Background: an optimization exercise with open tools, aiming at small area, a short achievable clock period and few clock cycles per item. Do not read the settings as production practice.
The RTL was checked by simulation tests, not by an equivalence proof against the original design.

==> flow/design.v <==
module sx48_delta_engine (
    input  wire         clk,
    input  wire         rst,
    input  wire         in_valid,
    output wire         in_ready,
    input  wire [127:0] in_old,
    input  wire [127:0] in_new,
    input  wire [4:0]   in_n,         
    input  wire [3:0]   in_k,         
    input  wire [2:0]   in_m,         
    input  wire [3:0]   in_member,    
    input  wire [23:0]  in_unit,      
    output wire         out_valid,
    input  wire         out_ready,
    output wire         out_last,
    output wire [511:0] out_delta,    
    output wire [27:0]  out_stripe,
    output wire [3:0]   out_pos,
    output wire [15:0]  out_holder,   
    output wire [103:0] out_punit     
);
    reg        v0, v1, v2, v3;        
    reg        rdy;                   
    reg        f1, f2, f3;            
    reg  [1:0] ibeat;                 
    reg  [1:0] obeat;                 
    wire accept  = in_valid & ~v3;
    wire ifirst  = (ibeat == 2'd0);
    wire r0_load = ~v0 | out_ready;   
    wire r1_load = ~v1 | r0_load;
    wire r2_load = ~v2 | r1_load;
    wire r3_load = ~v3 | r2_load;
    assign in_ready  = rdy;
    assign out_valid = v0;
    assign out_last  = (obeat == 2'd3);
    always @(posedge clk) begin
        if (rst) begin
            v0    <= 1'b0;
            v1    <= 1'b0;
            v2    <= 1'b0;
            v3    <= 1'b0;
            rdy   <= 1'b1;
            ibeat <= 2'd0;
            obeat <= 2'd0;
        end else begin
            if (r0_load)
                v0 <= v1;
            if (r1_load)
                v1 <= v2;
            v2 <= r2_load ? (v3 | accept) : 1'b1;
            v3 <= ~r2_load & (v3 | accept);
            rdy <= r2_load | ~(v3 | accept);
            if (accept)
                ibeat <= ibeat + 2'd1;
            if (v0 & out_ready)
                obeat <= obeat + 2'd1;
        end
    end
    always @(posedge clk) begin
        if (r1_load)
            f1 <= f2;
        if (r2_load)
            f2 <= v3 ? f3 : ifirst;
        if (r3_load)
            f3 <= ifirst;
    end
    wire [127:0] din = in_old ^ in_new;
    reg  [127:0] r1, r2, r3;
    reg  [511:0] r0;                  
    always @(posedge clk) begin
        if (r0_load)
            r0 <= scaled;
        if (r1_load)
            r1 <= r2;
        if (r2_load)
            r2 <= v3 ? r3 : din;
        if (r3_load)
            r3 <= din;
    end
    reg [23:0] hdr_u;
    reg [3:0]  hdr_k;
    reg [4:0]  hdr_n;
    reg [2:0]  hdr_m;
    reg [3:0]  hdr_i;
    always @(posedge clk) begin
        if (ifirst) begin
            hdr_u <= in_unit;
            hdr_k <= in_k;
            hdr_n <= in_n;
            hdr_m <= in_m;
            hdr_i <= in_member;
        end
    end
    task automatic div4(input [3:0] r, input [1:0] b, input [3:0] k,
                        output [1:0] d, output [3:0] rn);
        reg [5:0] t, k1, k2, k3;
        reg c1, c2, c3;
        begin
            t  = {r, b};
            k1 = {2'd0, k};
            k2 = {1'b0, k, 1'b0};
            k3 = k1 + k2;
            c1 = t >= k1;
            c2 = t >= k2;
            c3 = t >= k3;
            d  = {c2, c3 | (c1 & ~c2)};
            rn = c2 ? (c3 ? t - k3 : t - k2) : (c1 ? t - k1 : t);
        end
    endtask
    reg  [15:0] da_q;
    reg  [3:0]  da_r;
    integer st;
    always @(*) begin
        da_r = 4'd0;
        for (st = 11; st >= 4; st = st - 1)
            div4(da_r, hdr_u[2*st +: 2], hdr_k, da_q[2*st-8 +: 2], da_r);
    end
    reg [15:0] mid_q;
    reg [3:0]  mid_r;
    always @(posedge clk) begin
        if (r1_load & v2 & f2) begin
            mid_q <= da_q;
            mid_r <= da_r;
        end
    end
    reg  [7:0]  db_q;
    reg  [3:0]  pl_j;
    always @(*) begin
        pl_j = mid_r;
        for (st = 3; st >= 0; st = st - 1)
            div4(pl_j, hdr_u[2*st +: 2], hdr_k, db_q[2*st +: 2], pl_j);
    end
    wire [23:0] pl_q  = {mid_q, db_q};
    wire [4:0]  pl_d  = {1'b0, hdr_i} - {1'b0, pl_j};
    wire [4:0]  pl_b  = pl_d[4] ? pl_d + hdr_n : pl_d;
    wire [27:0] pl_s  = (hdr_n[0] ? {4'd0, pl_q}       : 28'd0)
                      + (hdr_n[1] ? {3'd0, pl_q, 1'b0} : 28'd0)
                      + (hdr_n[2] ? {2'd0, pl_q, 2'b0} : 28'd0)
                      + (hdr_n[3] ? {1'd0, pl_q, 3'b0} : 28'd0)
                      + (hdr_n[4] ? {pl_q, 4'b0}       : 28'd0)
                      + {23'd0, pl_b};
    wire [25:0] pl_q3 = {2'd0, pl_q} + {1'b0, pl_q, 1'b0};
    wire [25:0] pl_qm = hdr_m[2]        ? {pl_q, 2'b00} :
                        hdr_m[1:0] == 2'd3 ? pl_q3 :
                        hdr_m[1]        ? {1'b0, pl_q, 1'b0} : {2'd0, pl_q};
    reg  [3:0]  pl_h [0:3];
    reg  [5:0]  pl_t;
    integer p;
    always @(*) begin
        for (p = 0; p < 4; p = p + 1) begin
            pl_t = pl_b + hdr_k + p;
            pl_h[p] = (pl_t >= hdr_n) ? pl_t - hdr_n : pl_t;
        end
    end
    wire [3:1]   pl_e  = {hdr_m > 3'd3, hdr_m > 3'd2, hdr_m > 3'd1};
    wire [103:0] pl_pu = {pl_e[3] ? {pl_qm[25:2], 2'd3} : 26'd0,
                          pl_e[2] ? pl_qm + 26'd2 : 26'd0,
                          pl_e[1] ? pl_qm + 26'd1 : 26'd0,
                          pl_qm};
    reg [27:0] res_s;
    reg [3:0]  res_j;
    reg [3:1]  res_e;                 
    reg [15:0] res_h;
    reg [103:0] res_pu;
    always @(posedge clk) begin
        if (r0_load & v1 & f1) begin
            res_s  <= pl_s;
            res_j  <= pl_j;
            res_e  <= pl_e;
            res_pu <= pl_pu;
            res_h  <= {hdr_m > 3'd3 ? pl_h[3] : 4'd0,
                       hdr_m > 3'd2 ? pl_h[2] : 4'd0,
                       hdr_m > 3'd1 ? pl_h[1] : 4'd0,
                       pl_h[0]};
        end
    end
    assign out_stripe = res_s;
    assign out_pos    = res_j;
    assign out_holder = res_h;
    assign out_punit  = res_pu;
    wire [3:0]   gf_j = f1 ? pl_j : res_j;
    wire [3:1]   gf_e = f1 ? pl_e : res_e;
    reg  [13:0]  gf_jh;               
    always @(*)
        for (p = 0; p < 14; p = p + 1)
            gf_jh[p] = (gf_j == p);
    wire [383:0] sel;                 
    sx48_gf_sel u_sel (.jh(gf_jh), .e(gf_e), .sel(sel));
    wire [511:0] scaled;
    assign scaled[127:0] = r1;
    wire [63:0] pxor;
    sx48_pair_xor u_pxor (.d(r1), .x(pxor));
    genvar gp, gc, gr, gh;
    generate
        for (gp = 1; gp < 4; gp = gp + 1) begin : lane
            for (gc = 0; gc < 16; gc = gc + 1) begin : byte_
                wire [7:0] d = r1[8*gc +: 8];
                wire [3:0] dx = pxor[4*gc +: 4];
                for (gr = 0; gr < 8; gr = gr + 1) begin : bit_
                    wire [3:0] term;
                    for (gh = 0; gh < 4; gh = gh + 1) begin : pair
                        wire [2:0] s = sel[96*gp + 12*gr + 3*gh +: 3];
                        assign term[gh] = (s[0] & d[2*gh])
                                        | (s[1] & d[2*gh+1])
                                        | (s[2] & dx[gh]);
                    end
                    assign scaled[128*gp + 8*gc + gr] = ^term;
                end
            end
        end
    endgenerate
    assign out_delta = r0;
endmodule
module sx48_gf_sel (
    input  wire [13:0]  jh,
    input  wire [3:1]   e,
    output wire [383:0] sel
);
    localparam [64*42-1:0] MATS = {
        64'h5a2d964b7f6568b4,  
        64'hc763b158ebb21e8f,  
        64'h8241a0502a170904,  
        64'h178b452206945d2e,  
        64'h379bcde6c4d5dd6e,  
        64'hd5eaf5faa80155aa,  
        64'h8743a1d06f301f0f,  
        64'hedf67bbdb3b4b7db,  
        64'h7ebf5f2fe90afbfd,  
        64'h1d0e07039cd3743a,  
        64'h83c1e0703b1e0c06,  
        64'h7f3f1f0ff803feff,  
        64'h81c06030190d0703,  
        64'h5badd66b6e6c6db6,  
        64'hbd5eafd75696f67b,  
        64'hc964b2d925db2492,  
        64'hf2f9fcfe0d74c8e4,  
        64'h7ebf5f2fe90afbfd,  
        64'h4c26934968f83098,  
        64'hedf67bbdb3b4b7db,  
        64'ha4d2e9749e6b9148,  
        64'h8241a0502a170904,  
        64'hf47a3d1e7b49d0e8,  
        64'hd5eaf5faa80155aa,  
        64'h2a95cae55806a954,  
        64'h81c06030190d0703,  
        64'h361b8dc6d5dcd86c,  
        64'h7f3f1f0ff803feff,  
        64'h8b452211834a2e17,  
        64'h6e379bcd88aabbdd,  
        64'h5a2d964b7f6568b4,  
        64'h198c46a3c8fd6733,  
        64'h7cbedf6fcb19f0f8,  
        64'h653299cc03e497cb,  
        64'h2b158ac5490fac56,  
        64'h69341a0def9ea6d3,  
        64'h854221904d23140a,  
        64'hc964b2d925db2492,  
        64'h7ebf5f2fe90afbfd,  
        64'hedf67bbdb3b4b7db,  
        64'h8241a0502a170904,  
        64'hd5eaf5faa80155aa   
    };
    assign sel[95:0] = 96'd0;
    genvar gp, gr, gh;
    generate
        for (gp = 1; gp < 4; gp = gp + 1) begin : lane
            for (gr = 0; gr < 8; gr = gr + 1) begin : bit_
                for (gh = 0; gh < 4; gh = gh + 1) begin : pair
                    reg [2:0] s;
                    integer jj;
                    always @(*) begin
                        s = 3'd0;
                        for (jj = 0; jj < 14; jj = jj + 1)
                            if (jh[jj])
                                s = s | {MATS[64*(14*(gp-1) + jj) + 8*gr + 2*gh] & MATS[64*(14*(gp-1) + jj) + 8*gr + 2*gh + 1],
                                         ~MATS[64*(14*(gp-1) + jj) + 8*gr + 2*gh] & MATS[64*(14*(gp-1) + jj) + 8*gr + 2*gh + 1],
                                         MATS[64*(14*(gp-1) + jj) + 8*gr + 2*gh] & ~MATS[64*(14*(gp-1) + jj) + 8*gr + 2*gh + 1]};
                    end
                    assign sel[96*gp + 12*gr + 3*gh +: 3] = e[gp] ? s : 3'd0;
                end
            end
        end
    endgenerate
endmodule
module sx48_pair_xor (
    input  wire [127:0] d,
    output wire [63:0]  x
);
    genvar g;
    generate
        for (g = 0; g < 64; g = g + 1) begin : pair
            assign x[g] = d[2*g] ^ d[2*g+1];
        end
    endgenerate
endmodule
export LEC_CHECK = 0
export CAP_MARGIN = 20
export CORE_MARGIN = 4
export CORE_UTILIZATION = 35
export PLACE_DENSITY = 0.4
export SLEW_MARGIN = 20
export SYNTH_HIERARCHICAL = 1
export SYNTH_MINIMUM_KEEP_SIZE = 0
create_clock -name core_clock -period 90.0 [get_ports {clk}]
standard.sh (not shown) runs the stock make flow with config.mk's settings and CLKGATE_MAP_FILE= SYNTH_SCRIPT=/design/flow/synth_recipe.tcl, a recipe that flattens the netlist after the stock synthesis.
==> flow/flow/run.sh <==
#!/bin/bash
# Layout flow: the standard layout (standard.sh, unchanged synthesis) with
# these changes in how the layout is made:
#  - the port buffers are sky130_fd_sc_hd__buf_1 cells (BUFFER_PORTS_ARGS),
#    which timing repair may size up;
#  - the pins keep at least 3 routing tracks apart (PLACE_PINS_ARGS), which
#    eases routing next to the die edges;
#  - global routing reserves more of met1 and met2 for pin access
#    (flow/fastroute.tcl in place of the platform's), which eases detailed
#    routing;
#  - clock tree synthesis clusters up to 20 flip-flops within 80 um on each
#    leaf buffer (CTS_ARGS), for a smaller tree of the same cells;
#  - timing repair aims for a setup slack margin of 70.35 ns at the design's
#    90 ns clock, so it builds the buffer trees of the high-fanout enables
#    for speed rather than only for slew.
# The constraints (constraint.sdc) and the clock period are the design's.
# make's full output goes to flow_make.log here; ORFS writes each step's log
# under orfs/logs/.
set -euo pipefail
here=$(pwd)
bash standard.sh \
  SETUP_SLACK_MARGIN=70.35 \
  "BUFFER_PORTS_ARGS=-buffer_cell sky130_fd_sc_hd__buf_1" \
  "PLACE_PINS_ARGS=-min_distance 3 -min_distance_in_tracks" \
  "FASTROUTE_TCL=$here/flow/fastroute.tcl" \
  "CTS_ARGS=-sink_clustering_enable -repair_clock_nets -sink_clustering_size 20 -sink_clustering_max_diameter 80 -buf_list sky130_fd_sc_hd__clkbuf_16" \
  finish > flow_make.log 2>&1
==> flow/flow/fastroute.tcl <==
# Global routing: reserve more of met1 and met2 for pin access, so the
# global router sends more of the wiring to the upper layers.
set_global_routing_layer_adjustment met1 0.45
set_global_routing_layer_adjustment met2 0.35
set_global_routing_layer_adjustment met3-$::env(MAX_ROUTING_LAYER) 0.2

set_routing_layers -clock $::env(MIN_CLK_ROUTING_LAYER)-$::env(MAX_ROUTING_LAYER)
set_routing_layers -signal $::env(MIN_ROUTING_LAYER)-$::env(MAX_ROUTING_LAYER)
The starting point completed with no timing, DRC or antenna violations.
Testbench counts at the start, summed over its fixed seeds: cycles 9,624, lines 2,400.
Then changed:
--- a/flow/design.v
+++ b/flow/design.v
@@ -134,10 +134,5 @@
     wire [4:0]  pl_d  = {1'b0, hdr_i} - {1'b0, pl_j};
     wire [4:0]  pl_b  = pl_d[4] ? pl_d + hdr_n : pl_d;
-    wire [27:0] pl_s  = (hdr_n[0] ? {4'd0, pl_q}       : 28'd0)
-                      + (hdr_n[1] ? {3'd0, pl_q, 1'b0} : 28'd0)
-                      + (hdr_n[2] ? {2'd0, pl_q, 2'b0} : 28'd0)
-                      + (hdr_n[3] ? {1'd0, pl_q, 3'b0} : 28'd0)
-                      + (hdr_n[4] ? {pl_q, 4'b0}       : 28'd0)
-                      + {23'd0, pl_b};
+    wire [27:0] pl_s  = pl_q * hdr_n + pl_b;
     wire [25:0] pl_q3 = {2'd0, pl_q} + {1'b0, pl_q, 1'b0};
     wire [25:0] pl_qm = hdr_m[2]        ? {pl_q, 2'b00} :
Result: The changed run finished with timing, DRC and antenna clean. Die area is higher slightly. Synthesized area rises slightly. Global-route usage climbs by 0.26 points. Synthesized cell count increases slightly. Core utilization is about the same. Via count rises slightly. First-iteration DRC count rose by a few percent. Count of clock-buffer cells in the layout increases by 2.
Testbench counts after the change, summed over its fixed seeds: cycles 9,624, lines 2,400.

## static timing again, ports no longer ideal
Ports are ideal in the flow. The routed layouts listed here were re-timed in OpenROAD. Step 1 (the two cells are an assumption about what drives the block):
set clk [get_ports {clk}]
set_driving_cell -lib_cell sky130_fd_sc_hd__clkbuf_16 $clk
set_driving_cell -lib_cell sky130_fd_sc_hd__buf_2 [delete_from_list [all_inputs] $clk]
Step 2 also shifts input and output timing later by t, the mid clock arrival at the registers, as if the neighbouring blocks saw the same clock. Slacks: no drivers / after step 1 / after step 2; pairs: no drivers / after step 1.
run	t, ns	setup slack, ns	latest minus earliest clock arrival (ns)	worst slew at a driven data input, ns
the first run	0.874	70.388 / 70.283 / 69.664	0.056 / 0.056	0.18
the second run	0.858	70.326 / 70.229 / 69.712	0.068 / 0.068	0.16
After both steps every run listed still meets setup and hold. The setup slack of the first run, which loses most, moves by -0.105 ns with the drivers and by -0.724 ns with both steps.
